What follows belongs to an exercise in optimizing a design on an open flow for small area and a short achievable clock period; a production flow would make more cautious choices.
The RTL was checked by simulation tests, not by an equivalence proof against the original design.
No driver is modelled on the clock port, so clocking that relies on it looks cheaper here than on a real chip.
Power is estimated from default activity; no workload was simulated.

--- design/flow/flow/run.sh ---
#!/bin/bash
set -euo pipefail
bash standard.sh SETUP_SLACK_MARGIN=7.7 "CTS_ARGS=-sink_clustering_enable -repair_clock_nets -dont_use_dummy_load" finish > make.log 2>&1
--- design/flow/standard.sh ---
#!/bin/bash
# synth_recipe.tcl (not shown) runs the flow's synth.tcl, then flattens the netlist and writes it again
# the make line also repeats each setting of config.mk as NAME=value (left out here)
make -C /OpenROAD-flow-scripts/flow DESIGN_CONFIG=/design/flow/config.mk WORK_HOME=/design/flow/orfs CLKGATE_MAP_FILE= SYNTH_SCRIPT=/design/flow/synth_recipe.tcl "${@:-finish}"
--- design/flow/config.mk ---
export PLATFORM = sky130hd
export DESIGN_NAME = ring_rx_check
export DESIGN_NICKNAME = ring_rx_check
export VERILOG_FILES = /design/flow/design.v
export SDC_FILE = /design/flow/constraint.sdc
export NUM_CORES = 4
export LEC_CHECK = 0
export CAP_MARGIN = 20
export CORE_MARGIN = 2
export CORE_UTILIZATION = 40
export SLEW_MARGIN = 20
export SYNTH_MEMORY_MAX_BITS = 16384
--- design/flow/constraint.sdc ---
create_clock -name core_clock -period 11.0 [get_ports {clk}]
set_input_delay 2.2000 -clock core_clock [delete_from_list [all_inputs] [get_ports {clk}]]
set_output_delay 2.2000 -clock core_clock [all_outputs]
set_load 0.01 [all_outputs]
--- design/flow/design.v ---
module dec8b10b(code, data, k, ok_m, ok_p);
  input [9:0] code;
  wire [9:0] code;
  output [7:0] data;
  wire [7:0] data;
  output k;
  wire k;
  output ok_m;
  wire ok_m;
  output ok_p;
  wire ok_p;
  wire _000_;
  wire _001_;
  wire _002_;
  wire _003_;
  wire _004_;
  wire _005_;
  wire _006_;
  wire _007_;
  wire _008_;
  wire _009_;
  wire _010_;
  wire _011_;
  wire _012_;
  wire _013_;
  wire _014_;
  wire _015_;
  wire _016_;
  wire _017_;
  wire _018_;
  wire _019_;
  wire _020_;
  wire _021_;
  wire _022_;
  wire _023_;
  wire _024_;
  wire _025_;
  wire _026_;
  wire _027_;
  wire _028_;
  wire _029_;
  wire _030_;
  wire _031_;
  wire _032_;
  wire _033_;
  wire _034_;
  wire _035_;
  wire _036_;
  wire _037_;
  wire _038_;
  wire _039_;
  wire _040_;
  wire _041_;
  wire _042_;
  wire _043_;
  wire _044_;
  wire _045_;
  wire _046_;
  wire _047_;
  wire _048_;
  wire _049_;
  wire _050_;
  wire _051_;
  wire _052_;
  wire _053_;
  wire _054_;
  wire _055_;
  wire _056_;
  wire _057_;
  wire _058_;
  wire _059_;
  wire _060_;
  wire _061_;
  wire _062_;
  wire _063_;
  wire _064_;
  wire _065_;
  wire _066_;
  wire _067_;
  wire _068_;
  wire _069_;
  wire _070_;
  wire _071_;
  wire _072_;
  wire _073_;
  wire _074_;
  wire _075_;
  wire _076_;
  wire _077_;
  wire _078_;
  wire _079_;
  wire _080_;
  wire _081_;
  wire _082_;
  wire _083_;
  wire _084_;
  wire _085_;
  wire _086_;
  wire _087_;
  wire _088_;
  wire _089_;
  wire _090_;
  wire _091_;
  wire _092_;
  wire _093_;
  wire _094_;
  wire _095_;
  wire _096_;
  wire _097_;
  wire _098_;
  wire _099_;
  wire _100_;
  wire _101_;
  wire _102_;
  wire _103_;
  wire _104_;
  wire _105_;
  wire _106_;
  wire _107_;
  wire _108_;
  wire _109_;
  wire _110_;
  wire _111_;
  wire _112_;
  wire _113_;
  wire _114_;
  wire _115_;
  wire _116_;
  wire _117_;
  wire _118_;
  wire _119_;
  wire _120_;
  wire _121_;
  wire _122_;
  wire _123_;
  wire _124_;
  wire _125_;
  wire _126_;
  wire _127_;
  wire _128_;
  wire _129_;
  wire _130_;
  wire _131_;
  wire _132_;
  wire _133_;
  wire _134_;
  wire _135_;
  wire _136_;
  wire _137_;
  wire _138_;
  wire _139_;
  wire _140_;
  wire _141_;
  wire _142_;
  wire _143_;
  wire _144_;
  wire _145_;
  wire _146_;
  wire [3:0] four;
  wire [5:0] six;
  wire [4:0] x;
  wire [2:0] y;
  assign _072_ = code[8] & code[9];
  assign _073_ = ~(code[8] | code[9]);
  assign _074_ = ~(_073_ | _072_);
  assign _075_ = ~code[6];
  assign _076_ = code[8] & ~(code[7]);
  assign _077_ = ~_076_;
  assign _078_ = code[9] ? _075_ : _077_;
  assign _079_ = ~code[7];
  assign _080_ = _079_ ? code[6] : _072_;
  assign _081_ = _080_ & _078_;
  assign _082_ = _081_ | _074_;
  assign _083_ = ~(code[5] | code[4]);
  assign _084_ = ~(code[1] & code[0]);
  assign _085_ = _083_ & ~(_084_);
  assign _086_ = ~(code[2] | code[3]);
  assign _087_ = _086_ & _085_;
  assign _088_ = ~(code[7] | code[6]);
  assign _089_ = ~(code[9] | code[6]);
  assign _090_ = _089_ | _076_;
  assign _091_ = _090_ & ~(_088_);
  assign _092_ = code[7] & code[6];
  assign _093_ = ~(code[9] & code[6]);
  assign _094_ = code[7] & ~(code[8]);
  assign _095_ = _094_ | ~(_093_);
  assign _096_ = _095_ & ~(_092_);
  assign _097_ = _087_ ? _091_ : _096_;
  assign data[7] = _082_ & ~(_097_);
  assign _098_ = ~(code[1] | code[0]);
  assign _099_ = _084_ & ~(_098_);
  assign _100_ = ~code[5];
  assign _101_ = code[5] & ~(code[4]);
  assign _102_ = code[0] & ~(_101_);
  assign _103_ = _102_ | _100_;
  assign _104_ = _103_ | _099_;
  assign _105_ = code[4] & ~(code[5]);
  assign _106_ = ~(_105_ | _101_);
  assign _107_ = code[0] | ~(code[1]);
  assign _108_ = _106_ & ~(_107_);
  assign _109_ = _104_ & ~(_108_);
  assign _110_ = code[3] & ~(_109_);
  assign _111_ = ~code[1];
  assign _112_ = ~code[3];
  assign _113_ = _112_ & ~(_101_);
  assign _114_ = ~(_113_ & _111_);
  assign _115_ = _105_ | _102_;
  assign _116_ = _114_ & ~(_115_);
  assign _117_ = code[2] & ~(_116_);
  assign _118_ = _101_ & _099_;
  assign _119_ = ~(_118_ | _085_);
  assign _120_ = _112_ & ~(_119_);
  assign _121_ = _120_ | _117_;
  assign data[2] = _121_ | _110_;
  assign _122_ = ~(_098_ | _086_);
  assign _123_ = code[2] & code[3];
  assign _124_ = _084_ & ~(_123_);
  assign _125_ = _124_ ^ _122_;
  assign _126_ = _083_ & ~(_125_);
  assign _127_ = code[2] & ~(code[3]);
  assign _128_ = _126_ & ~(_127_);
  assign _129_ = ~(_128_ | code[4]);
  assign _130_ = ~(_123_ | _086_);
  assign _131_ = ~(_130_ | _099_);
  assign _132_ = ~(_131_ | _122_);
  assign _133_ = code[2] | ~(code[3]);
  assign _134_ = _133_ | _100_;
  assign _135_ = ~(_134_ | _125_);
  assign _136_ = _135_ | _132_;
  assign _137_ = ~(_136_ | _129_);
  assign _138_ = _106_ & ~(_133_);
  assign _139_ = _138_ | _100_;
  assign _140_ = _132_ & ~(_139_);
  assign _141_ = ~(_140_ | _137_);
  assign data[4] = ~_141_;
  assign _142_ = _130_ | ~(_101_);
  assign _143_ = _127_ & _106_;
  assign _144_ = _142_ & ~(_143_);
  assign _145_ = code[0] & ~(_144_);
  assign _146_ = _131_ | _124_;
  assign _000_ = ~(_146_ | _106_);
  assign _001_ = ~(code[5] & code[4]);
  assign _002_ = ~(_001_ | _125_);
  assign _003_ = ~(_002_ | _000_);
  assign _004_ = _127_ & _101_;
  assign _005_ = _134_ & ~(_004_);
  assign _006_ = _003_ & ~(_005_);
  assign _007_ = _006_ | code[1];
  assign _008_ = ~(_105_ | code[2]);
  assign _009_ = _008_ & ~(_125_);
  assign _010_ = _102_ & ~(_009_);
  assign _011_ = _010_ | ~(code[0]);
  assign _012_ = ~(_011_ & _144_);
  assign _013_ = _007_ & ~(_012_);
  assign data[1] = _013_ | _145_;
  assign _014_ = _093_ & ~(_089_);
  assign _015_ = _014_ | _074_;
  assign _016_ = ~_078_;
  assign _017_ = code[9] ? _094_ : _075_;
  assign _018_ = _087_ ? _016_ : _017_;
  assign data[5] = _015_ & ~(_018_);
  assign _019_ = code[0] & ~(_105_);
  assign _020_ = _101_ | code[1];
  assign _021_ = _019_ & ~(_020_);
  assign _022_ = _104_ & ~(_021_);
  assign _023_ = _022_ | code[2];
  assign _024_ = _113_ & ~(_019_);
  assign _025_ = ~(_113_ & code[1]);
  assign _026_ = _025_ & ~(_118_);
  assign _027_ = code[2] & ~(_026_);
  assign _028_ = _027_ | _024_;
  assign data[3] = _023_ & ~(_028_);
  assign _029_ = _087_ ? _017_ : _016_;
  assign data[6] = _015_ & ~(_029_);
  assign _030_ = ~(_000_ | _101_);
  assign _031_ = _030_ | _141_;
  assign _032_ = _081_ & ~(_031_);
  assign _033_ = _032_ | _087_;
  assign _034_ = _123_ & ~(_001_);
  assign _035_ = _034_ & _098_;
  assign k = _035_ | _033_;
  assign _036_ = _083_ & ~(_146_);
  assign _037_ = _125_ | _106_;
  assign _038_ = _132_ & ~(_001_);
  assign _039_ = _037_ & ~(_038_);
  assign _040_ = _039_ | _138_;
  assign _041_ = _040_ & ~(_036_);
  assign _042_ = _072_ & ~(_079_);
  assign _043_ = _033_ | ~(_001_);
  assign _044_ = _042_ & ~(_043_);
  assign _045_ = ~(_092_ & code[8]);
  assign _046_ = _043_ & ~(_045_);
  assign _047_ = _073_ & ~(_092_);
  assign _048_ = _047_ | _088_;
  assign _049_ = _048_ | _046_;
  assign _050_ = ~(_049_ | _044_);
  assign _051_ = _050_ & ~(_041_);
  assign _052_ = _034_ | _083_;
  assign _053_ = _031_ & ~(_052_);
  assign _054_ = code[6] & ~(_053_);
  assign _055_ = code[9] & ~(_052_);
  assign _056_ = code[8] | code[7];
  assign _057_ = _056_ | _055_;
  assign _058_ = ~(_057_ | _054_);
  assign _059_ = _072_ & ~(_088_);
  assign _060_ = _092_ | _059_;
  assign _061_ = ~(_060_ | _058_);
  assign _062_ = _061_ & ~(_003_);
  assign ok_m = _062_ | _051_;
  assign _063_ = _138_ | _111_;
  assign _064_ = _142_ & ~(_063_);
  assign _065_ = _007_ & ~(_064_);
  assign data[0] = _065_ | _010_;
  assign _066_ = _132_ & ~(_106_);
  assign _067_ = ~(_066_ | _126_);
  assign _068_ = _050_ & ~(_067_);
  assign _069_ = _036_ & ~(_112_);
  assign _070_ = _039_ & ~(_069_);
  assign _071_ = _061_ & ~(_070_);
  assign ok_p = _071_ | _068_;
  assign y = data[7:5];
  assign x = data[4:0];
  assign four = code[9:6];
  assign six = code[5:0];
endmodule
module ring_rx_check (
    input  wire        clk,
    input  wire        rst,           
    input  wire        col_valid,     
    input  wire [39:0] col_code,      
    input  wire        los,           
    output reg         v_valid,       
    output reg  [3:0]  v_reason,      
    output reg  [9:0]  v_len,         
    output wire [95:0] v_hdr,         
    output reg  [15:0] cnt_good,
    output reg  [15:0] cnt_hcrc,
    output reg  [15:0] cnt_bad,
    output wire [63:0] cnt_cv         
);
    localparam [3:0] R_GOOD      = 4'd0;
    localparam [3:0] R_HCRC      = 4'd1;
    localparam [3:0] R_LL_BAD    = 4'd2;
    localparam [3:0] R_SHORT     = 4'd3;
    localparam [3:0] R_LONG      = 4'd4;
    localparam [3:0] R_UNALIGNED = 4'd5;
    localparam [3:0] R_TRAILER   = 4'd6;
    localparam [3:0] R_ENDBAD    = 4'd7;
    localparam [3:0] R_CONTROL   = 4'd8;
    localparam [3:0] R_LANEFAULT = 4'd9;
    localparam [7:0] K27_7 = 8'hFB;
    localparam [7:0] K29_7 = 8'hFD;
    localparam [7:0] K30_7 = 8'hFE;
    localparam [31:0] CRC32_RESIDUE = 32'hDEBB20E3;
    integer i, b;
    reg  [39:0] c1;
    reg         v1, f1, r1;
    always @(posedge clk) begin
        c1 <= col_code;
        v1 <= col_valid && !rst;
        f1 <= los && !rst;
        r1 <= rst;
    end
    reg  [3:0]  rd;
    reg  [3:0]  rd_next;
    wire [31:0] dec_data;
    wire [3:0]  dec_k, dec_ok_m, dec_ok_p;
    genvar g;
    generate
        for (g = 0; g < 4; g = g + 1) begin : lane
            dec8b10b u_dec (
                .code (c1[10*g +: 10]),
                .data (dec_data[8*g +: 8]),
                .k    (dec_k[g]),
                .ok_m (dec_ok_m[g]),
                .ok_p (dec_ok_p[g])
            );
        end
    endgenerate
    localparam [63:0] SIX_POS  = 64'hFFE8E880E8808000;
    localparam [63:0] SIX_NEG  = 64'h00010117011717FF;
    localparam [15:0] FOUR_POS = 16'hF880;
    localparam [15:0] FOUR_NEG = 16'h011F;
    always @* begin
        for (i = 0; i < 4; i = i + 1)
            rd_next[i] = FOUR_POS[c1[10*i+6 +: 4]] ||
                         (!FOUR_NEG[c1[10*i+6 +: 4]] &&
                          (SIX_POS[c1[10*i +: 6]] ||
                           (!SIX_NEG[c1[10*i +: 6]] && rd[i])));
    end
    always @(posedge clk) begin
        if (r1)
            rd <= 4'b0000;
        else if (v1)
            rd <= rd_next;
    end
    wire [3:0] dec_cv = (rd & ~dec_ok_p) | (~rd & ~dec_ok_m);
    reg  [31:0] d2;
    reg  [3:0]  k2, cv2;
    reg         v2, f2, r2;
    always @(posedge clk) begin
        d2  <= dec_data;
        k2  <= dec_k;
        cv2 <= dec_cv;
        v2  <= v1 && !rst;
        f2  <= f1 && !rst;
        r2  <= r1;
    end
    reg [15:0] cv_cnt [0:3];
    always @(posedge clk) begin
        for (i = 0; i < 4; i = i + 1)
            if (rst)
                cv_cnt[i] <= 16'd0;
            else if (v2 && cv2[i] && cv_cnt[i] != 16'hFFFF)
                cv_cnt[i] <= cv_cnt[i] + 16'd1;
    end
    assign cnt_cv = {cv_cnt[3], cv_cnt[2], cv_cnt[1], cv_cnt[0]};
    reg [4:0] col_no;
    reg [4:0] ts1 [0:3];
    reg [4:0] ts2 [0:3];
    reg [4:0] ts3 [0:3];
    reg [1:0] live [0:3];
    reg [3:0] lane_fault;
    reg [1:0] live_now [0:3];     
    always @* begin
        for (i = 0; i < 4; i = i + 1) begin
            live_now[i] = live[i];
            if ((live[i] == 2'd1 && ts1[i] == col_no) ||
                (live[i] == 2'd2 && ts2[i] == col_no) ||
                (live[i] == 2'd3 && ts3[i] == col_no))
                live_now[i] = live[i] - 2'd1;
            lane_fault[i] = cv2[i] && live[i] == 2'd3 && ts3[i] != col_no;
        end
    end
    always @(posedge clk) begin
        if (r2) begin
            col_no <= 5'd0;
            for (i = 0; i < 4; i = i + 1)
                live[i] <= 2'd0;
        end else if (v2) begin
            col_no <= col_no + 5'd1;
            for (i = 0; i < 4; i = i + 1)
                if (lane_fault[i])
                    live[i] <= 2'd0;
                else if (cv2[i])
                    live[i] <= live_now[i] + 2'd1;
                else
                    live[i] <= live_now[i];
        end
        for (i = 0; i < 4; i = i + 1)
            if (v2 && cv2[i]) begin
                ts1[i] <= col_no;
                ts2[i] <= ts1[i];
                ts3[i] <= ts2[i];
            end
    end
    wire fault2 = f2 || (v2 && lane_fault != 4'b0000);
    reg [3:0] is_end, is_ctl, is_e30;
    reg       start2, end_seen, any_nd, first_ctl, first_e30;
    reg [1:0] first;
    always @* begin
        for (i = 0; i < 4; i = i + 1) begin
            is_end[i] = k2[i] && !cv2[i] &&
                        (d2[8*i +: 8] == K29_7 || d2[8*i +: 8] == K30_7);
            is_e30[i] = k2[i] && !cv2[i] && d2[8*i +: 8] == K30_7;
            is_ctl[i] = cv2[i] || (k2[i] && !is_end[i]);
        end
        start2   = k2 == 4'b1111 && cv2 == 4'b0000 &&
                   d2 == {K27_7, K27_7, K27_7, K27_7};
        end_seen = is_end != 4'b0000;
        any_nd   = (k2 | cv2) != 4'b0000;
        first     = 2'd0;
        first_ctl = is_ctl[0];
        first_e30 = is_e30[0];
        for (i = 3; i >= 0; i = i - 1)
            if (k2[i] || cv2[i]) begin
                first     = i;
                first_ctl = is_ctl[i];
                first_e30 = is_e30[i];
            end
    end
    reg [1:0]  hpos;
    reg [31:0] crc32;
    reg [15:0] crc16;    
    reg [79:0] hdr;      
    wire [31:0] crc32_next;
    crc32_x32 u_crc32 (.t(crc32 ^ d2), .o(crc32_next));
    wire [15:0] crc16_half, crc16_col;
    crc16_x16 u_crc16_half (.t(crc16 ^ {d2[7:0], d2[15:8]}), .o(crc16_half));
    crc16_x16 u_crc16_col  (.t(crc16_half ^ {d2[23:16], d2[31:24]}), .o(crc16_col));
    always @(posedge clk) begin
        if (r2)
            hpos <= 2'd3;
        else if (v2) begin
            if (start2)
                hpos <= 2'd0;
            else if (hpos != 2'd3)
                hpos <= hpos + 2'd1;
        end
        if (v2) begin
            if (start2)
                crc32 <= 32'hFFFFFFFF;
            else
                crc32 <= crc32_next;
        end
        if (v2 && start2)
            crc16 <= 16'hFFFF;
        if (v2 && !start2) begin
            if (hpos == 2'd0) begin
                hdr[31:0] <= d2;
                crc16     <= crc16_col;
            end
            if (hpos == 2'd1) begin
                hdr[63:32] <= d2;
                crc16      <= crc16_col;
            end
            if (hpos == 2'd2) begin
                hdr[79:64] <= d2[15:0];
                crc16      <= crc16_half;
            end
        end
    end
    assign v_hdr = {crc16, hdr};
    wire       crc_ok  = crc32 == CRC32_RESIDUE;
    wire       hcrc_ok = crc16_half == d2[31:16];
    reg        in_frame;
    reg        skip;         
    reg [7:0]  ncol;         
    always @(posedge clk)
        if (v2)
            ncol <= start2 ? 8'd0 : ncol + 8'd1;
    wire [7:0] lmax_col = hdr[7] ^ hdr[6] ? 8'd132 : 8'd20;
    wire       ll_bad   = hdr[23] && (hdr[7:6] != 2'b11 || hdr[14:8] != 7'h7F);
    wire       too_long = ncol == lmax_col && !(any_nd && first == 2'd0);
    wire       hdr_bad  = ncol == 8'd2 && (!hcrc_ok || ll_bad);
    reg [3:0]  reason;
    reg [9:0]  len;
    always @* begin
        len = {ncol, 2'b00};
        if (fault2)
            reason = R_LANEFAULT;
        else if (too_long)
            reason = R_LONG;
        else if (any_nd) begin
            len = {ncol, first};
            if (first_ctl)
                reason = R_CONTROL;
            else if (ncol[7:2] == 6'd0)
                reason = R_SHORT;
            else if (first != 2'd0)
                reason = R_UNALIGNED;
            else if (first_e30)
                reason = R_ENDBAD;
            else if (!crc_ok)
                reason = R_TRAILER;
            else
                reason = R_GOOD;
        end else begin
            len    = 10'd12;
            reason = hcrc_ok ? R_LL_BAD : R_HCRC;
        end
    end
    always @(posedge clk) begin
        v_reason <= reason;
        v_len    <= len;
        if (r2) begin
            in_frame <= 1'b0;
            skip     <= 1'b0;
        end
        if (rst)
            v_valid <= 1'b0;
        else begin
            v_valid <= 1'b0;
            if (fault2) begin
                if (in_frame) begin
                    v_valid  <= 1'b1;
                    in_frame <= 1'b0;
                end
                skip <= 1'b0;
            end else if (v2 && skip) begin
                if (end_seen)
                    skip <= 1'b0;
            end else if (v2) begin
                if (in_frame) begin
                    if (too_long || any_nd || hdr_bad) begin
                        v_valid  <= 1'b1;
                        in_frame <= 1'b0;
                        skip     <= too_long ? !end_seen : !any_nd && !hcrc_ok;
                    end
                end
                if (start2)
                    in_frame <= 1'b1;
            end
        end
    end
    always @(posedge clk) begin
        if (rst) begin
            cnt_good <= 16'd0;
            cnt_hcrc <= 16'd0;
            cnt_bad  <= 16'd0;
        end else if (v_valid) begin
            if (v_reason == R_GOOD) begin
                if (cnt_good != 16'hFFFF) cnt_good <= cnt_good + 16'd1;
            end else if (v_reason == R_HCRC) begin
                if (cnt_hcrc != 16'hFFFF) cnt_hcrc <= cnt_hcrc + 16'd1;
            end else begin
                if (cnt_bad != 16'hFFFF) cnt_bad <= cnt_bad + 16'd1;
            end
        end
    end
endmodule
module crc32_x32 (
    input  wire [31:0] t,
    output wire [31:0] o
);
    wire x_x0 = t[0] ^ t[22];
    wire x_x1 = t[2] ^ t[7];
    wire x_x2 = t[3] ^ t[21];
    wire x_x3 = t[1] ^ t[23];
    wire x_x4 = t[4] ^ x_x0;
    wire x_x5 = t[5] ^ t[12];
    wire x_x6 = t[13] ^ t[29];
    wire x_x7 = t[6] ^ t[11];
    wire x_x8 = t[10] ^ t[26];
    wire x_x9 = t[17] ^ t[24];
    wire x_x10 = t[19] ^ t[27];
    wire x_x11 = t[14] ^ t[30];
    wire x_x12 = t[16] ^ t[28];
    wire x_x13 = t[18] ^ t[25];
    wire x_x14 = t[15] ^ t[31];
    wire x_x15 = t[8] ^ t[9];
    wire x_x16 = t[20] ^ x_x1;
    wire x_x17 = t[23] ^ x_x12;
    wire x_x18 = t[3] ^ t[5];
    wire x_x19 = t[4] ^ t[24];
    wire x_x20 = t[25] ^ t[29];
    wire x_x21 = t[28] ^ x_x2;
    wire x_x22 = x_x6 ^ x_x11;
    wire x_x23 = x_x3 ^ x_x10;
    wire x_x24 = t[8] ^ x_x5;
    wire x_x25 = x_x4 ^ x_x13;
    wire x_x26 = t[18] ^ t[26];
    wire x_x27 = t[0] ^ t[12];
    wire x_x28 = t[9] ^ t[14];
    wire x_x29 = t[2] ^ t[20];
    wire x_x30 = t[27] ^ t[30];
    wire x_x31 = t[31] ^ x_x8;
    wire x_x32 = t[7] ^ x_x14;
    wire x_x33 = x_x3 ^ x_x9;
    wire x_x34 = x_x7 ^ x_x8;
    wire x_x35 = x_x6 ^ x_x27;
    wire x_x36 = x_x1 ^ x_x2;
    wire x_x37 = t[6] ^ t[26];
    wire x_x38 = t[13] ^ t[17];
    wire x_x39 = t[2] ^ t[28];
    wire x_x40 = t[0] ^ t[31];
    wire x_x41 = t[7] ^ t[13];
    wire x_x42 = t[11] ^ t[15];
    wire x_x43 = t[8] ^ t[22];
    wire x_x44 = t[9] ^ t[15];
    wire x_x45 = t[6] ^ t[10];
    wire x_x46 = t[7] ^ t[16];
    wire x_x47 = t[6] ^ x_x14;
    wire x_x48 = t[20] ^ x_x11;
    wire x_x49 = x_x20 ^ x_x29;
    wire x_x50 = t[10] ^ x_x2;
    wire x_x51 = x_x1 ^ x_x28;
    wire x_x52 = t[24] ^ x_x15;
    wire x_x53 = x_x5 ^ x_x14;
    wire x_x54 = t[25] ^ x_x7;
    wire x_x55 = x_x18 ^ x_x45;
    wire x_x56 = t[5] ^ x_x0;
    wire x_x57 = t[27] ^ x_x15;
    wire x_x58 = t[22] ^ x_x19;
    wire x_x59 = t[9] ^ x_x34;
    wire x_x60 = t[21] ^ x_x4;
    wire x_x61 = t[1] ^ x_x22;
    wire x_x62 = x_x36 ^ x_x47;
    wire x_x63 = x_x16 ^ x_x19;
    wire x_x64 = x_x21 ^ x_x40;
    wire x_x65 = x_x9 ^ x_x50;
    wire x_x66 = x_x13 ^ x_x21;
    wire x_x67 = x_x9 ^ x_x17;
    wire x_x68 = x_x13 ^ x_x32;
    wire x_x69 = x_x4 ^ x_x16;
    wire x_x70 = x_x12 ^ x_x23;
    wire x_x71 = t[3] ^ t[8];
    wire x_x72 = t[16] ^ x_x3;
    wire x_x73 = x_x37 ^ x_x71;
    wire x_x74 = x_x72 ^ x_x73;
    wire x_x75 = x_x69 ^ x_x74;
    wire x_x76 = t[4] ^ t[5];
    wire x_x77 = x_x76 ^ x_x36;
    wire x_x78 = x_x33 ^ x_x57;
    wire x_x79 = x_x77 ^ x_x78;
    wire x_x80 = x_x39 ^ x_x52;
    wire x_x81 = x_x55 ^ x_x25;
    wire x_x82 = x_x80 ^ x_x81;
    wire x_x83 = t[4] ^ t[7];
    wire x_x84 = t[19] ^ x_x3;
    wire x_x85 = x_x18 ^ x_x20;
    wire x_x86 = x_x83 ^ x_x84;
    wire x_x87 = x_x85 ^ x_x59;
    wire x_x88 = x_x86 ^ x_x87;
    wire x_x89 = x_x30 ^ x_x34;
    wire x_x90 = x_x24 ^ x_x63;
    wire x_x91 = x_x89 ^ x_x90;
    wire x_x92 = x_x5 ^ x_x41;
    wire x_x93 = x_x54 ^ x_x57;
    wire x_x94 = x_x92 ^ x_x64;
    wire x_x95 = x_x93 ^ x_x94;
    wire x_x96 = t[3] ^ t[10];
    wire x_x97 = x_x28 ^ x_x29;
    wire x_x98 = x_x96 ^ x_x35;
    wire x_x99 = x_x17 ^ x_x97;
    wire x_x100 = x_x98 ^ x_x99;
    wire x_x101 = t[4] ^ x_x42;
    wire x_x102 = x_x101 ^ x_x65;
    wire x_x103 = x_x61 ^ x_x102;
    wire x_x104 = t[2] ^ t[11];
    wire x_x105 = t[16] ^ x_x11;
    wire x_x106 = x_x104 ^ x_x53;
    wire x_x107 = x_x105 ^ x_x25;
    wire x_x108 = x_x106 ^ x_x107;
    wire x_x109 = t[19] ^ x_x38;
    wire x_x110 = x_x14 ^ x_x24;
    wire x_x111 = x_x109 ^ x_x69;
    wire x_x112 = x_x110 ^ x_x111;
    wire x_x113 = t[5] ^ t[13];
    wire x_x114 = x_x26 ^ x_x113;
    wire x_x115 = x_x51 ^ x_x114;
    wire x_x116 = x_x60 ^ x_x115;
    wire x_x117 = t[14] ^ t[15];
    wire x_x118 = x_x43 ^ x_x117;
    wire x_x119 = x_x55 ^ x_x23;
    wire x_x120 = x_x118 ^ x_x119;
    wire x_x121 = x_x7 ^ x_x44;
    wire x_x122 = x_x17 ^ x_x121;
    wire x_x123 = x_x63 ^ x_x122;
    wire x_x124 = t[0] ^ x_x46;
    wire x_x125 = x_x20 ^ x_x24;
    wire x_x126 = x_x124 ^ x_x65;
    wire x_x127 = x_x125 ^ x_x126;
    wire x_x128 = t[1] ^ t[26];
    wire x_x129 = t[30] ^ x_x7;
    wire x_x130 = x_x38 ^ x_x15;
    wire x_x131 = x_x128 ^ x_x129;
    wire x_x132 = x_x130 ^ x_x25;
    wire x_x133 = x_x131 ^ x_x132;
    wire x_x134 = t[18] ^ x_x5;
    wire x_x135 = x_x51 ^ x_x23;
    wire x_x136 = x_x31 ^ x_x134;
    wire x_x137 = x_x135 ^ x_x136;
    wire x_x138 = x_x41 ^ x_x42;
    wire x_x139 = x_x8 ^ x_x58;
    wire x_x140 = x_x138 ^ x_x70;
    wire x_x141 = x_x139 ^ x_x140;
    wire x_x142 = t[11] ^ t[14];
    wire x_x143 = t[27] ^ x_x142;
    wire x_x144 = x_x49 ^ x_x24;
    wire x_x145 = x_x143 ^ x_x67;
    wire x_x146 = x_x144 ^ x_x145;
    wire x_x147 = t[30] ^ x_x37;
    wire x_x148 = x_x44 ^ x_x9;
    wire x_x149 = x_x35 ^ x_x147;
    wire x_x150 = x_x148 ^ x_x66;
    wire x_x151 = x_x149 ^ x_x150;
    wire x_x152 = x_x46 ^ x_x10;
    wire x_x153 = x_x31 ^ x_x152;
    wire x_x154 = x_x61 ^ x_x25;
    wire x_x155 = x_x153 ^ x_x154;
    wire x_x156 = t[17] ^ x_x7;
    wire x_x157 = x_x10 ^ x_x11;
    wire x_x158 = x_x12 ^ x_x18;
    wire x_x159 = x_x32 ^ x_x4;
    wire x_x160 = x_x156 ^ x_x157;
    wire x_x161 = x_x158 ^ x_x159;
    wire x_x162 = x_x160 ^ x_x161;
    wire x_x163 = t[3] ^ t[17];
    wire x_x164 = t[29] ^ x_x0;
    wire x_x165 = x_x39 ^ x_x26;
    wire x_x166 = x_x163 ^ x_x53;
    wire x_x167 = x_x164 ^ x_x165;
    wire x_x168 = x_x166 ^ x_x167;
    wire x_x169 = t[30] ^ x_x6;
    wire x_x170 = x_x10 ^ x_x43;
    wire x_x171 = x_x26 ^ x_x16;
    wire x_x172 = x_x169 ^ x_x170;
    wire x_x173 = x_x171 ^ x_x172;
    wire x_x174 = t[23] ^ x_x10;
    wire x_x175 = x_x15 ^ x_x48;
    wire x_x176 = x_x174 ^ x_x64;
    wire x_x177 = x_x175 ^ x_x176;
    wire x_x178 = t[29] ^ x_x8;
    wire x_x179 = x_x52 ^ x_x17;
    wire x_x180 = x_x178 ^ x_x62;
    wire x_x181 = x_x179 ^ x_x180;
    wire x_x182 = x_x30 ^ x_x33;
    wire x_x183 = x_x49 ^ x_x59;
    wire x_x184 = x_x182 ^ x_x183;
    wire x_x185 = t[11] ^ t[12];
    wire x_x186 = t[24] ^ x_x1;
    wire x_x187 = x_x30 ^ x_x185;
    wire x_x188 = x_x31 ^ x_x186;
    wire x_x189 = x_x187 ^ x_x66;
    wire x_x190 = x_x188 ^ x_x189;
    wire x_x191 = t[31] ^ x_x35;
    wire x_x192 = x_x54 ^ x_x16;
    wire x_x193 = x_x70 ^ x_x191;
    wire x_x194 = x_x192 ^ x_x193;
    wire x_x195 = t[6] ^ t[12];
    wire x_x196 = x_x195 ^ x_x22;
    wire x_x197 = x_x67 ^ x_x60;
    wire x_x198 = x_x196 ^ x_x197;
    wire x_x199 = x_x33 ^ x_x56;
    wire x_x200 = x_x22 ^ x_x68;
    wire x_x201 = x_x199 ^ x_x200;
    wire x_x202 = t[3] ^ t[19];
    wire x_x203 = x_x202 ^ x_x48;
    wire x_x204 = x_x58 ^ x_x68;
    wire x_x205 = x_x203 ^ x_x204;
    wire x_x206 = t[1] ^ t[19];
    wire x_x207 = t[25] ^ x_x206;
    wire x_x208 = x_x56 ^ x_x207;
    wire x_x209 = x_x62 ^ x_x208;
    assign o[0] = x_x75;
    assign o[1] = x_x79;
    assign o[2] = x_x82;
    assign o[3] = x_x88;
    assign o[4] = x_x91;
    assign o[5] = x_x95;
    assign o[6] = x_x100;
    assign o[7] = x_x103;
    assign o[8] = x_x108;
    assign o[9] = x_x112;
    assign o[10] = x_x116;
    assign o[11] = x_x120;
    assign o[12] = x_x123;
    assign o[13] = x_x127;
    assign o[14] = x_x133;
    assign o[15] = x_x137;
    assign o[16] = x_x141;
    assign o[17] = x_x146;
    assign o[18] = x_x151;
    assign o[19] = x_x155;
    assign o[20] = x_x162;
    assign o[21] = x_x168;
    assign o[22] = x_x173;
    assign o[23] = x_x177;
    assign o[24] = x_x181;
    assign o[25] = x_x184;
    assign o[26] = x_x190;
    assign o[27] = x_x194;
    assign o[28] = x_x198;
    assign o[29] = x_x201;
    assign o[30] = x_x205;
    assign o[31] = x_x209;
endmodule
module crc16_x16 (
    input  wire [15:0] t,
    output wire [15:0] o
);
    wire x_x0 = t[9] ^ t[13];
    wire x_x1 = t[10] ^ t[14];
    wire x_x2 = t[4] ^ t[8];
    wire x_x3 = t[7] ^ t[15];
    wire x_x4 = t[6] ^ x_x1;
    wire x_x5 = t[5] ^ x_x0;
    wire x_x6 = t[12] ^ x_x2;
    wire x_x7 = t[3] ^ t[11];
    wire x_x8 = t[1] ^ t[12];
    wire x_x9 = t[0] ^ t[11];
    wire x_x10 = t[2] ^ t[13];
    wire x_x11 = t[14] ^ x_x7;
    wire x_x12 = x_x5 ^ x_x8;
    wire x_x13 = x_x6 ^ x_x9;
    wire x_x14 = t[15] ^ x_x6;
    wire x_x15 = t[11] ^ x_x4;
    wire x_x16 = x_x3 ^ x_x11;
    wire x_x17 = x_x10 ^ x_x4;
    wire x_x18 = x_x5 ^ x_x13;
    wire x_x19 = x_x4 ^ x_x12;
    wire x_x20 = x_x3 ^ x_x10;
    wire x_x21 = x_x20 ^ x_x15;
    wire x_x22 = t[8] ^ t[12];
    wire x_x23 = x_x22 ^ x_x16;
    wire x_x24 = x_x0 ^ x_x14;
    wire x_x25 = x_x1 ^ x_x5;
    wire x_x26 = t[15] ^ x_x15;
    wire x_x27 = t[0] ^ x_x2;
    wire x_x28 = x_x3 ^ x_x27;
    wire x_x29 = t[8] ^ t[1];
    wire x_x30 = t[5] ^ t[9];
    wire x_x31 = x_x29 ^ x_x30;
    wire x_x32 = t[9] ^ t[2];
    wire x_x33 = t[10] ^ t[6];
    wire x_x34 = x_x32 ^ x_x33;
    wire x_x35 = t[7] ^ t[10];
    wire x_x36 = x_x7 ^ x_x35;
    assign o[0] = x_x13;
    assign o[1] = x_x12;
    assign o[2] = x_x17;
    assign o[3] = x_x16;
    assign o[4] = x_x14;
    assign o[5] = x_x18;
    assign o[6] = x_x19;
    assign o[7] = x_x21;
    assign o[8] = x_x23;
    assign o[9] = x_x24;
    assign o[10] = x_x25;
    assign o[11] = x_x26;
    assign o[12] = x_x28;
    assign o[13] = x_x31;
    assign o[14] = x_x34;
    assign o[15] = x_x36;
endmodule
==> results of run 1 <==
-- metal layers --
metal,track usage (%),up-vias,routed length (µm)
li1,-,8934,-
met1,29.57,9174,30010
met2,37.06,649,33020
met3,4.178,162,4782
met4,9.585,0,3237
met5,0,-,0
-- sequential cells by signal, summed over array words and instances, names as in the netlist, 2 cells and up --
| signal | flops |
|---|---|
| ts3 | 20 |
| ts1 | 20 |
| c1 | 40 |
| ts2 | 20 |
| hpos | 2 |
| cnt_bad | 16 |
| col_no | 5 |
| cv2 | 4 |
| rd | 4 |
| crc32 | 32 |
| hdr | 80 |
| ncol | 8 |
| d2 | 32 |
| v_reason | 4 |
| live | 8 |
| crc16 | 16 |
| k2 | 4 |
| cnt_good | 16 |
| cv_cnt | 64 |
| cnt_hcrc | 16 |
| v_len | 10 |
-- where the power goes --
part           internal, mW  switching, mW  total (mW)
logic                  3.65           4.10        7.75
clock network         0.775          0.606        1.38
registers              2.15          0.205        2.36
-- layout make-up --
| type | count | area [µm²] | area share (%) |
|---|---|---|---|
| Tap cell | 773 | 967.2 | 3.308 |
| Timing Repair Buffer | 394 | 3209 | 10.98 |
| Inverter | 88 | 330.3 | 1.130 |
| Sequential cell | 430 | 10760 | 36.80 |
| Multi-Input combinational cell | 1767 | 12740 | 43.59 |
| Antenna cell | 1 | 2.502 | 0.008558 |
| Clock buffer | 49 | 1226 | 4.193 |
-- cells by family (layout without fill, tap and decap cells) --
group	after synthesis	after routing	share of synthesized area, %
xor gates and xnor gates	540	540	22.41
AOI/OAI and AO/OA	365	365	9.865
and+or+nand+nor	738	738	14.65
DFF	430	430	44.11
buffers and inverters	164	531	2.608
muxes	22	22	1.076
adders and majority gates	102	102	5.291
other	0	1	0
-- how the worst max path moves through the flow --
| stage | to | slack (ps) | depth (start not counted) |
|---|---|---|---|
| 6_report | v_hdr[7] | 7540 | 1 |
| 5_1_grt | v_hdr[7] | 7530 | 1 |
| 4_1_cts | v_hdr[7] | 7530 | 1 |
| 3_5_place_dp | crc16[6] | 7270 | 9 |
| 3_3_place_gp | crc16[6] | 7200 | 9 |
| 2_1_floorplan | cv_cnt[1][12] | 7820 | 9 |
-- cells in the final DEF, fill, tap and decap left out, drive strengths merged, types with 11 or more instances in the layout --
| cell | synthesis | final |
|---|---|---|
| buf | 6 | 352 |
| xnor2 | 332 | 332 |
| dfxtp | 250 | 250 |
| nor2 | 229 | 229 |
| nand2 | 200 | 200 |
| edfxtp | 180 | 180 |
| xor2 | 175 | 175 |
| a21oi | 106 | 106 |
| o21ai | 95 | 95 |
| ha | 91 | 91 |
| inv | 88 | 88 |
| nand3 | 76 | 76 |
| clkbuf | 70 | 49 |
| nand4 | 44 | 44 |
| nor3 | 43 | 43 |
| clkdlybuf4s50 | 0 | 42 |
| and3 | 29 | 29 |
| xnor3 | 28 | 28 |
| or3 | 23 | 23 |
| a211oi | 20 | 20 |
| nor4 | 18 | 18 |
| a221oi | 17 | 17 |
| nor2b | 16 | 16 |
| nand2b | 16 | 16 |
| a31oi | 14 | 14 |
| mux2i | 13 | 13 |
| o22ai | 12 | 12 |
| o211ai | 11 | 11 |
| maj3 | 11 | 11 |
-- through the flow --
stage	std cells	cell area, µm²	worst slack, ps
global route	3501	29240	7527
global placement	3339	27060	7204
finish	3502	29240	7543
detailed placement	3339	27060	7272
CTS	3487	28790	7531
floorplan	2361	23610	7816
-- timing repair --
item | CTS | global route
endpoints found under the setup margin | 311 | 174
gates resized for setup | 1217 | 70
pin swaps | 0 | 1
buffers inserted | 99 | 14
==> results.yml, run 1 <==
critical_path:
  crit_family: "flip-flops"
  path_max_fanout: 2
  path_cells: "buf_6"
  crit_arrival_ps: 1260
  crit_buf_inv: 1
  cpMaxStageDelayCell: "edfxtp_1"
  r2r_setup_slack_ps: 7790
  crit_path_start: "hdr[7]"
  start_kind: "flop"
  crit_required_ps: 8800
  crit_type: "reg -> out"
  rr_worst_depth: 8
  r2r_start: "d2[0]"
  end_kind: "output port"
  slowest_delay_ps: 500
  reg2reg_to: "crc16[5]"
cells_and_area:
  nFillCells: 5342
  area_growth_pct: 23.89
  utilization_pct: 49.83
  drive_gt1_share_pct: 22.43
  num-nets-final: 2865
global_route:
  grt_pass1_vias: 18510
  grt_pass1_wl_mm: 107.3
  overflow: 0
  grt_max_degree: 95
  track_usage_pct: 22.74
  antenna_found_initial: 0
yosys:
  syn-instance-count: 2361
  ys_ff_latch: 430
  synthTopCellsByCount: "xnor2_1 (324), dfxtp_1 (250), nor2_1 (229)"
  yosysSeqAreaShare_pct: 44.11
  synth_top_area_share_pct: 22.90
  avgSynthCellArea_um2: 9.997
  syn_area_um2: 23600
  yosysTopAreaCell: "edfxtp_1"
  ys_types: 74
  synth.most_common_cell: "xnor2_1"
  syn-num-nets: 2496
  synth_area_leaders: "edfxtp_1 (23%), dfxtp_1 (21%), xnor2_1 (12%), xor2_1 (6.4%), ha_1 (4.8%)"
  async_flop_share_pct: 0
  yosys_warnings: 7
  synth_enable_flop_cells: 180
  synthFlopType: "dfxtp_1"
clocking:
  cts-root-buf: "clkbuf_16"
  ctsHoldBuffers: 0
  numCtsBuffers: 49
  clock-sinks: 430
  path_clk_slew_ps: 60
  clk_latency_ps: 620
  tritoncts: "done"
  clockBufferDepth: 3
  htreeDepth: 2
outcome:
  status: "complete, no violations"
route:
  via_per_inst: 5.402
  drt_iter0_drc: 1537
  drt_first_pass_iters: 6
  ant_nets: 0
  num_vias: 18920
  routedWlPerCell_um: 20.29
  totalWireLength_mm: 71.04
  post-route-drc-count: 0
floorplan:
  rows: 89
  io_pins: 267
  dieArea_um2: 60960
  start_util_pct: 40.22
  core-area_um2: 58690
  die_y_um: 246.9
  dieWidth_um: 246.9
timing:
  slew_headroom_pct: 31.45
  worstMarginPinSlew_ps: 1028
  hold_viol_final: 0
  rsz0062_at_grt: "yes"
  fin_crit_sh_pct: 31.43
  finalSetupTns_ps: 0
  holdWs_ps: 390.9
  drv_slew: 0
  setup_violations: 0
  clock_skew_ps: 87.70
  max_freq_ghz: 0.2893
  finalCriticalPeriod_ps: 3457
worst_hold_path:
  hold-path-endpoint: "ts2[3][0]"
  holdPathStages: 0
  hp-class: "reg -> reg"
  min-delay-start: "ts1[3][0]"
run:
  cap_viol_max_count: 0
placed_design:
  io_buffers: 266
  globalplace.congestion: 0.9370
  dpl.hpwl_mm: 51.51
power:
  finalPower_mw: 11.49
  leakagePower_nw: 11.50
  powerDensity_nw_per_um2: 393.0
  ir_worst_vdd_uv: 530.6
==> run 2: changes to the inputs <==
==> design/flow/flow/run.sh (replaced) <==
#!/bin/bash
set -euo pipefail
bash standard.sh SETUP_SLACK_MARGIN=7.7 "CTS_ARGS=-sink_clustering_enable -repair_clock_nets -dont_use_dummy_load -sink_clustering_size 30 -sink_clustering_max_diameter 70" finish > make.log 2>&1
==> results.yml, run 2 <==
floorplan:
  dieWidth_um: 246.9
  core-area_um2: 58690
  start_util_pct: 40.22
  dieArea_um2: 60960
  io_pins: 267
  die_y_um: 246.9
  rows: 89
route:
  drt_iter0_drc: 1461
  totalWireLength_mm: 70.57
  via_per_inst: 5.359
  drt_first_pass_iters: 5
  ant_nets: 0
  num_vias: 18820
  post-route-drc-count: 0
  routedWlPerCell_um: 20.09
outcome:
  status: "complete, no violations"
critical_path:
  cpMaxStageDelayCell: "edfxtp_1"
  crit_type: "reg -> out"
  crit_required_ps: 8800
  path_cells: "buf_6"
  path_max_fanout: 2
  crit_family: "flip-flops"
  end_kind: "output port"
  start_kind: "flop"
  slowest_delay_ps: 520
  rr_worst_depth: 7
  crit_buf_inv: 1
  crit_arrival_ps: 1340
  crit_cells: 1
cells_and_area:
  antennaDiodeCount: 0
  area_growth_pct: 23.91
  largest_reg_flops: 80
  layout_commonest_cell: "xnor2_1"
  multi_input_area_um2: 12760
  mostFrequentLayoutCells: "xnor2_1 (314), nor2_1 (227), nand2_1 (200), edfxtp_1 (180), xor2_1 (171)"
  max_flop_register: "hdr"
  instances_no_fill: 3512
  nFillCells: 5340
  regArea_um2: 10750
  top_regs: "hdr x80, cv_cnt x64, c1 x40"
  num-nets-final: 2876
  drive_gt1_share_pct: 23.00
yosys:
  yosysSeqAreaShare_pct: 44.11
  synth_top_area_share_pct: 22.90
  avgSynthCellArea_um2: 9.997
  ys_types: 74
  synth_area_leaders: "edfxtp_1 (23%), dfxtp_1 (21%), xnor2_1 (12%), xor2_1 (6.4%), ha_1 (4.8%)"
  synth_top_family_by_area: "XOR/XNOR gates"
  async_flop_share_pct: 0
  synth_enable_flop_cells: 180
  synth_compound_gate_area_share_pct: 9.865
  muxShareOfSynthArea_pct: 1.076
  syn_area_um2: 23600
  synth-xor-area-share_pct: 22.41
  syn-num-nets: 2496
  yosys_warnings: 7
  synthSimpleGateAreaFrac_pct: 14.65
  yosysTopAreaCell: "edfxtp_1"
  synth_fa_ha_area_share_pct: 5.291
  synth.most_common_cell: "xnor2_1"
  synthTopCellsByCount: "xnor2_1 (324), dfxtp_1 (250), nor2_1 (229)"
  syn-instance-count: 2361
  synthFlopType: "dfxtp_1"
  ys_ff_latch: 430
timing:
  finalCriticalPeriod_ps: 3537
  slew_headroom_pct: 30.93
  finalSetupTns_ps: 0
  clock_skew_ps: 86.39
  setup_violations: 0
  drv_slew: 0
  hold_viol_final: 0
  max_freq_ghz: 0.2827
  fin_crit_sh_pct: 32.16
  rsz0062_at_grt: "yes"
  holdWs_ps: 397.7
  worstMarginPinSlew_ps: 1036
clocking:
  clk_latency_ps: 630
  tritoncts: "done"
  cts-root-buf: "clkbuf_16"
  numCtsBuffers: 31
  path_clk_slew_ps: 100
  clock-sinks: 430
  htreeDepth: 1
  clockBufferDepth: 3
power:
  powerDensity_nw_per_um2: 381.5
  ir_worst_vdd_uv: 532.6
  finalPower_mw: 11.16
  leakagePower_nw: 11.49
placed_design:
  globalplace.congestion: 0.9370
  dpl.hpwl_mm: 51.51
  placed_cells: 3339
  io_buffers: 266
worst_hold_path:
  holdPathStages: 0
  hp-class: "reg -> reg"
global_route:
  grt_max_degree: 95
  grt_pass1_vias: 18460
  antenna_found_initial: 0
  grt_pass1_wl_mm: 106.6
  track_usage_pct: 22.41
  overflow: 0
run:
  cap_viol_max_count: 0
-- run 2: cell counts after synthesis --
Identical to the previous run, type by type.
-- run 2: per-layer routing --
metal | vias to the layer above | part of all wire, % | GRT usage [%]
met2 | 646 | 47 | 37.81
met1 | 9098 | 42 | 29.20
li1 | 8948 | - | -
met5 | - | 0 | 0
met3 | 129 | 6.5 | 3.104
met4 | 0 | 4.0 | 8.203
-- run 2: final cells by class --
cell class                 instances  share of cell area [%]
clock buffer                      31                   2.653
tap                              773                   3.307
inverter                          88                   1.129
multi-input combinational       1767                   43.65
sequential                       430                   36.77
timing repair buffer             423                   12.49
-- run 2: stage by stage --
step / worst slack [ps] / utilization [%] / cell area (µm²)
3_5_place_dp: 7272 / 46.12 / 27060
4_1_cts: 7418 / 49.24 / 28900
2_1_floorplan: 7816 / - / 23610
6_report: 7463 / 49.83 / 29250
5_1_grt: 7423 / 49.83 / 29250
3_3_place_gp: 7204 / 46.12 / 27060
-- run 2: what timing repair did --
item / in CTS / in global routing
setup buffers: 127 / 15
pin swaps: 0 / 2
resized for setup: 1281 / 51
hold buffers: 0 / 0
endpoints found under the setup margin: 314 / 283
-- run 2: worst paths after layout --
path                     to      start  slack (ps)
setup / recovery   v_hdr[7]     hdr[7]        7460
hold / removal    ts2[2][3]  ts1[2][3]         400
setup reg to reg  crc32[14]     d2[22]        7800
hold reg to reg   ts2[2][3]  ts1[2][3]         400
-- run 2: kinds of logic after synthesis --
kind of cell | count (synthesis)
AO/OA/AOI/OAI | 365
AND/OR/NAND/NOR | 738
buffers and inverters | 164
flip-flops | 430
multiplexers | 22
XOR/XNOR | 540
adder cells (fa/ha/maj) | 102
-- run 2: where the power goes --
group	switching, mW	internal, mW	total (mW)
Sequential	0.199	2.15	2.35
Clock	0.527	0.492	1.02
Combinational	4.10	3.69	7.79
Total	4.83	6.33	11.2
==> run 3: changes to the inputs <==
==> design/flow/flow/run.sh (replaced) <==
#!/bin/bash
# The standard layout (standard.sh: the standard synthesis and ORFS steps,
# unchanged), with two settings changed for the make run:
#  - CTS_ARGS: ORFS's own clock_tree_synthesis arguments without the dummy
#    loads CTS adds to balance the tree.
# Every ORFS step writes its own log under orfs/logs; make's output goes to
# make.log here.
set -euo pipefail
bash standard.sh SETUP_SLACK_MARGIN=7.7 \
    "CTS_ARGS=-sink_clustering_enable -repair_clock_nets -dont_use_dummy_load" \
    finish > make.log 2>&1
--- a/design/flow/config.mk
+++ b/design/flow/config.mk
@@ -7,6 +7,6 @@
 export LEC_CHECK = 0
 export CAP_MARGIN = 20
 export CORE_MARGIN = 2
-export CORE_UTILIZATION = 40
+export CORE_UTILIZATION = 60
 export SLEW_MARGIN = 20
 export SYNTH_MEMORY_MAX_BITS = 16384
==> results.yml, run 3 <==
outcome:
  status: "complete, no violations"
timing:
  hold_viol_final: 0
  setup_violations: 0
  rsz0062_at_grt: "yes"
  clock_skew_ps: 40.58
  fin_crit_sh_pct: 31.28
  drv_slew: 0
  worstMarginPinSlew_ps: 947.5
  slew_headroom_pct: 36.83
  max_freq_ghz: 0.2906
  finalSetupTns_ps: 0
  finalCriticalPeriod_ps: 3441
critical_path:
  end_kind: "output port"
  rr_worst_depth: 8
  start_kind: "flop"
  crit_cells: 1
  path_cells: "clkdlybuf4s15_2"
  crit_family: "flip-flops"
  slowest_delay_ps: 400
  crit_required_ps: 8800
  crit_buf_inv: 1
  path_max_fanout: 4
  crit_arrival_ps: 1240
  cpMaxStageDelayCell: "dfxtp_2"
  crit_path_start: "crc16[14]"
  crit_type: "reg -> out"
  r2r_start: "d2[12]"
floorplan:
  core-area_um2: 38740
  start_util_pct: 60.93
  die_y_um: 202.3
  dieWidth_um: 202.3
  rows: 72
  dieArea_um2: 40940
  io_pins: 267
cells_and_area:
  largest_reg_flops: 80
  drive_gt1_share_pct: 21.50
  nFillCells: 2846
  antennaDiodeCount: 0
  area_growth_pct: 19.66
  instances_no_fill: 3225
  num-nets-final: 2844
  layout_commonest_cell: "xnor2_1"
  max_flop_register: "hdr"
  multi_input_area_um2: 12720
  regArea_um2: 10730
  mostFrequentLayoutCells: "xnor2_1 (316), nor2_1 (228), nand2_1 (200), edfxtp_1 (180), xor2_1 (171)"
  top_regs: "hdr x80, cv_cnt x64, c1 x40"
yosys:
  synthTopCellsByCount: "xnor2_1 (324), dfxtp_1 (250), nor2_1 (229)"
  avgSynthCellArea_um2: 9.997
  ys_types: 74
  synth_area_leaders: "edfxtp_1 (23%), dfxtp_1 (21%), xnor2_1 (12%), xor2_1 (6.4%), ha_1 (4.8%)"
  yosysSeqAreaShare_pct: 44.11
  yosysTopAreaCell: "edfxtp_1"
  syn-num-nets: 2496
  yosys_warnings: 7
  async_flop_share_pct: 0
  synth_enable_flop_cells: 180
  synth_top_area_share_pct: 22.90
  syn-instance-count: 2361
  ys_ff_latch: 430
  synthFlopType: "dfxtp_1"
  syn_area_um2: 23600
  synth.most_common_cell: "xnor2_1"
route:
  totalWireLength_mm: 65.63
  ant_nets: 0
  post-route-drc-count: 0
  routedWlPerCell_um: 20.35
  via_per_inst: 5.872
  drt_first_pass_iters: 8
  num_vias: 18940
  drt_iter0_drc: 1677
power:
  ir_worst_vdd_uv: 466.2
  powerDensity_nw_per_um2: 400.7
  leakagePower_nw: 11.31
clocking:
  clock-sinks: 430
  numCtsBuffers: 46
  path_clk_slew_ps: 60
  clk_latency_ps: 580
  tritoncts: "done"
global_route:
  grt_pass1_vias: 18300
  antenna_found_initial: 2
  grt_pass1_wl_mm: 100.0
  track_usage_pct: 31.04
  overflow: 0
  grt_max_degree: 114
worst_hold_path:
  hp-class: "reg -> reg"
  holdPathStages: 0
  min-delay-start: "ts2[3][2]"
placed_design:
  globalplace.congestion: 1.007
  placed_cells: 3083
  io_buffers: 266
  dpl.hpwl_mm: 46.45
run:
  cap_viol_max_count: 0
## run 3: cell counts after synthesis
Identical to the previous run, type by type.
## run 3: logic make-up (layout without fill, tap and decap cells)
group	after synthesis	in the layout	share of synthesized area (%)
fa+ha+maj	102	102	5.291
buf+inv	164	510	2.608
xor+xnor	540	540	22.41
compound gates	365	365	9.865
mux	22	22	1.076
simple gates	738	738	14.65
flops	430	430	44.11
## run 3: area by class of cell
cell class	count	area share, %
Multi-Input combinational cell	1767	45.02
Timing Repair Buffer	376	9.458
Inverter	88	1.170
Clock buffer	46	4.076
Sequential cell	430	37.98
Tap cell	518	2.295
## run 3: report_power, final
group | leakage [nW] | internal [mW] | switching (mW) | total (mW)
Combinational | 6.98 | 3.65 | 4.03 | 7.67
Sequential | 3.77 | 2.15 | 0.190 | 2.34
Clock | 0.567 | 0.730 | 0.571 | 1.30
## run 3: through the flow
step           power [mW]  setup WS (ps)  area [µm²]  util (%)  hold WS (ps)
6_report            11.32           7559       28240     72.91         461.7
5_1_grt             11.89           7531       28240     72.91         469.7
4_1_cts             11.16           7435       27830     71.85         462.3
3_5_place_dp        9.798           7331       26740     69.02         454.3
3_3_place_gp        9.696           7425       26740     69.02         449.3
2_1_floorplan       8.304           7816       23610         -         374.2
## run 3: final timing paths
kind	endpoint	slack [ps]
hold / removal	ts3[3][2]	460
setup / recovery	v_hdr[94]	7560
hold reg to reg	ts3[3][2]	460
setup reg to reg	crc16[6]	7730
## run 3: layer usage
layer	routed length (µm)	GRT usage (%)
met5	0	0
met4	2110	9.880
met3	5869	7.207
met2	29850	49.46
met1	27800	42.02
## run 3: timing repair
action | CTS | global route
setup endpoints to repair | 310 | 186
resized for setup | 1137 | 42
pin swaps | 0 | 0
buffers inserted | 69 | 27
hold buffers | 0 | 0
==> run 4: changes to the inputs <==
--- a/design/flow/config.mk
+++ b/design/flow/config.mk
@@ -7,6 +7,6 @@
 export LEC_CHECK = 0
 export CAP_MARGIN = 20
 export CORE_MARGIN = 2
-export CORE_UTILIZATION = 60
+export CORE_UTILIZATION = 40
 export SLEW_MARGIN = 20
 export SYNTH_MEMORY_MAX_BITS = 16384
==> results.yml, run 4 <==
critical_path:
  r2r_setup_slack_ps: 7790
  cpMaxStageDelayCell: "edfxtp_1"
  crit_required_ps: 8800
  reg2reg_to: "crc16[5]"
  path_max_fanout: 2
  rr_worst_depth: 8
  slowest_delay_ps: 500
  crit_buf_inv: 1
  start_kind: "flop"
  path_cells: "buf_6"
  r2r_start: "d2[0]"
  end_kind: "output port"
  crit_type: "reg -> out"
  crit_family: "flip-flops"
  crit_arrival_ps: 1260
floorplan:
  rows: 89
  die_y_um: 246.9
  dieArea_um2: 60960
  start_util_pct: 40.22
  core-area_um2: 58690
  io_pins: 267
  dieWidth_um: 246.9
cells_and_area:
  utilization_pct: 49.83
  mostFrequentLayoutCells: "xnor2_1 (316), nor2_1 (227), nand2_1 (199), edfxtp_1 (180), xor2_1 (171)"
  drive_gt1_share_pct: 22.43
  top_regs: "hdr x80, cv_cnt x64, c1 x40"
  max_flop_register: "hdr"
  layout_commonest_cell: "xnor2_1"
  largest_reg_flops: 80
  area_growth_pct: 23.89
  nFillCells: 5342
  num-nets-final: 2865
placed_design:
  place_ws_ps: 7272
  io_buffers: 266
  dpl.hpwl_mm: 51.51
  globalplace.congestion: 0.9370
timing:
  rsz0062_at_grt: "yes"
  holdWs_ps: 390.9
  worstMarginPinSlew_ps: 1028
  max_freq_ghz: 0.2893
  fin_crit_sh_pct: 31.43
  setup_violations: 0
  hold_viol_final: 0
  finalWorstSetupSlack_ps: 7543
  finalCriticalPeriod_ps: 3457
  finalSetupTns_ps: 0
  clock_skew_ps: 87.70
  drv_slew: 0
  slew_headroom_pct: 31.45
global_route:
  grt_pass1_vias: 18510
  grt_max_degree: 95
  track_usage_pct: 22.74
  grt_pass1_wl_mm: 107.3
  antenna_found_initial: 0
  overflow: 0
route:
  route.met2.wl_mm: 33.02
  num_vias: 18920
  drt_iter0_drc: 1537
  post-route-drc-count: 0
  wl_met3_mm: 4.782
  dr.max_layer_used: "met4"
  drt_first_pass_iters: 6
  ant_nets: 0
  via_per_inst: 5.402
  routedWlPerCell_um: 20.29
  wl_met1_mm: 30.01
  totalWireLength_mm: 71.04
yosys:
  yosys_warnings: 7
  ys_ff_latch: 430
  synth.most_common_cell: "xnor2_1"
  yosysTopAreaCell: "edfxtp_1"
  async_flop_share_pct: 0
  syn-num-nets: 2496
  synth_top_area_share_pct: 22.90
  yosysSeqAreaShare_pct: 44.11
  avgSynthCellArea_um2: 9.997
  ys_types: 74
  synthTopCellsByCount: "xnor2_1 (324), dfxtp_1 (250), nor2_1 (229)"
  synthFlopType: "dfxtp_1"
  syn-instance-count: 2361
  synth_area_leaders: "edfxtp_1 (23%), dfxtp_1 (21%), xnor2_1 (12%), xor2_1 (6.4%), ha_1 (4.8%)"
  syn_area_um2: 23600
  synth_enable_flop_cells: 180
power:
  powerDensity_nw_per_um2: 393.0
  leakagePower_nw: 11.50
  ir_worst_vdd_uv: 530.6
  finalPower_mw: 11.49
worst_hold_path:
  holdPathStages: 0
  min-delay-start: "ts1[3][0]"
  hp-class: "reg -> reg"
  hold-path-endpoint: "ts2[3][0]"
run:
  cap_viol_max_count: 0
clocking:
  clk_latency_ps: 620
  clock-sinks: 430
  numCtsBuffers: 49
  tritoncts: "done"
  path_clk_slew_ps: 60
outcome:
  status: "complete, no violations"
==> run 4: cell counts after synthesis <==
Identical to the previous run, type by type.
==> run 4: worst max path at each step <==
stage / from / endpoint / depth (start not counted)
floorplan: v2 / cv_cnt[1][12] / 9
global placement: d2[12] / crc16[6] / 9
detailed placement: d2[12] / crc16[6] / 9
CTS: hdr[7] / v_hdr[7] / 1
global route: hdr[7] / v_hdr[7] / 1
finish: hdr[7] / v_hdr[7] / 1
==> run 4: power breakdown <==
part	internal, mW	switching [mW]	total (mW)
Clock	0.775	0.606	1.38
Combinational	3.65	4.10	7.75
Sequential	2.15	0.205	2.36
==> run 4: final cells by class <==
cell class / instances / area, µm² / area share (%)
multi-input cells: 1767 / 12740 / 43.59
repair buffers: 394 / 3209 / 10.98
well taps: 773 / 967.2 / 3.308
inverters: 88 / 330.3 / 1.130
flip-flops and latches: 430 / 10760 / 36.80
diodes: 1 / 2.502 / 0.008558
clock buffers: 49 / 1226 / 4.193
==> run 4: layer usage <==
layer  up-vias  track usage (%)
li1       8934                -
met1      9174            29.57
met2       649            37.06
met3       162            4.178
met4         0            9.585
met5         -                0
==> run 4: cells by family after synthesis <==
group           after synthesis  synth area share (%)
flops                       430                 44.11
xor+xnor                    540                 22.41
simple gates                738                 14.65
compound gates              365                 9.865
fa+ha+maj                   102                 5.291
mux                          22                 1.076
buf+inv                     164                 2.608
==> run 4: metrics by stage <==
| step | instances | area, µm² |
|---|---|---|
| global route | 3501 | 29240 |
| detailed placement | 3339 | 27060 |
| finish | 3502 | 29240 |
| floorplan | 2361 | 23610 |
| global placement | 3339 | 27060 |
| CTS | 3487 | 28790 |
==> run 4: timing repair <==
action | 4_1_cts | 5_1_grt
buffers inserted | 99 | 14
gates resized for setup | 1217 | 70
pin swaps | 0 | 1
hold buffers | 0 | 0
endpoints found under the setup margin | 311 | 174

[port drivers added, routing unchanged]
The flow's constraints put no driver on any port. The routed layouts listed below were extracted and timed again, unchanged, in two steps.
Step 1, drivers: a clkbuf_16 drives clk and a buf_2 each remaining input, both assumed.
Step 2 times the ports against the registers' clock, not the clock port: input delays grow and output delays shrink by t, the midpoint of the rising clock arrivals with the driver on.
Three values: ideal ports, drivers, drivers and shift; two values: the first two.
run | shift t [ns] | setup WS [ns] | worst register clock-pin slew, ns | pins driven straight from the clock port
run 1 | 0.629 | 7.543 / 7.485 / 7.322 | 0.06 / 0.06 | 1
run 2 | 0.653 | 7.463 / 7.400 / 7.294 | 0.10 / 0.10 | 1
run 3 | 0.613 | 7.559 / 7.503 / 7.567 | 0.06 / 0.06 | 1
run 4 | 0.629 | 7.543 / 7.485 / 7.322 | 0.06 / 0.06 | 1
After both steps setup and hold are still met in every run listed.
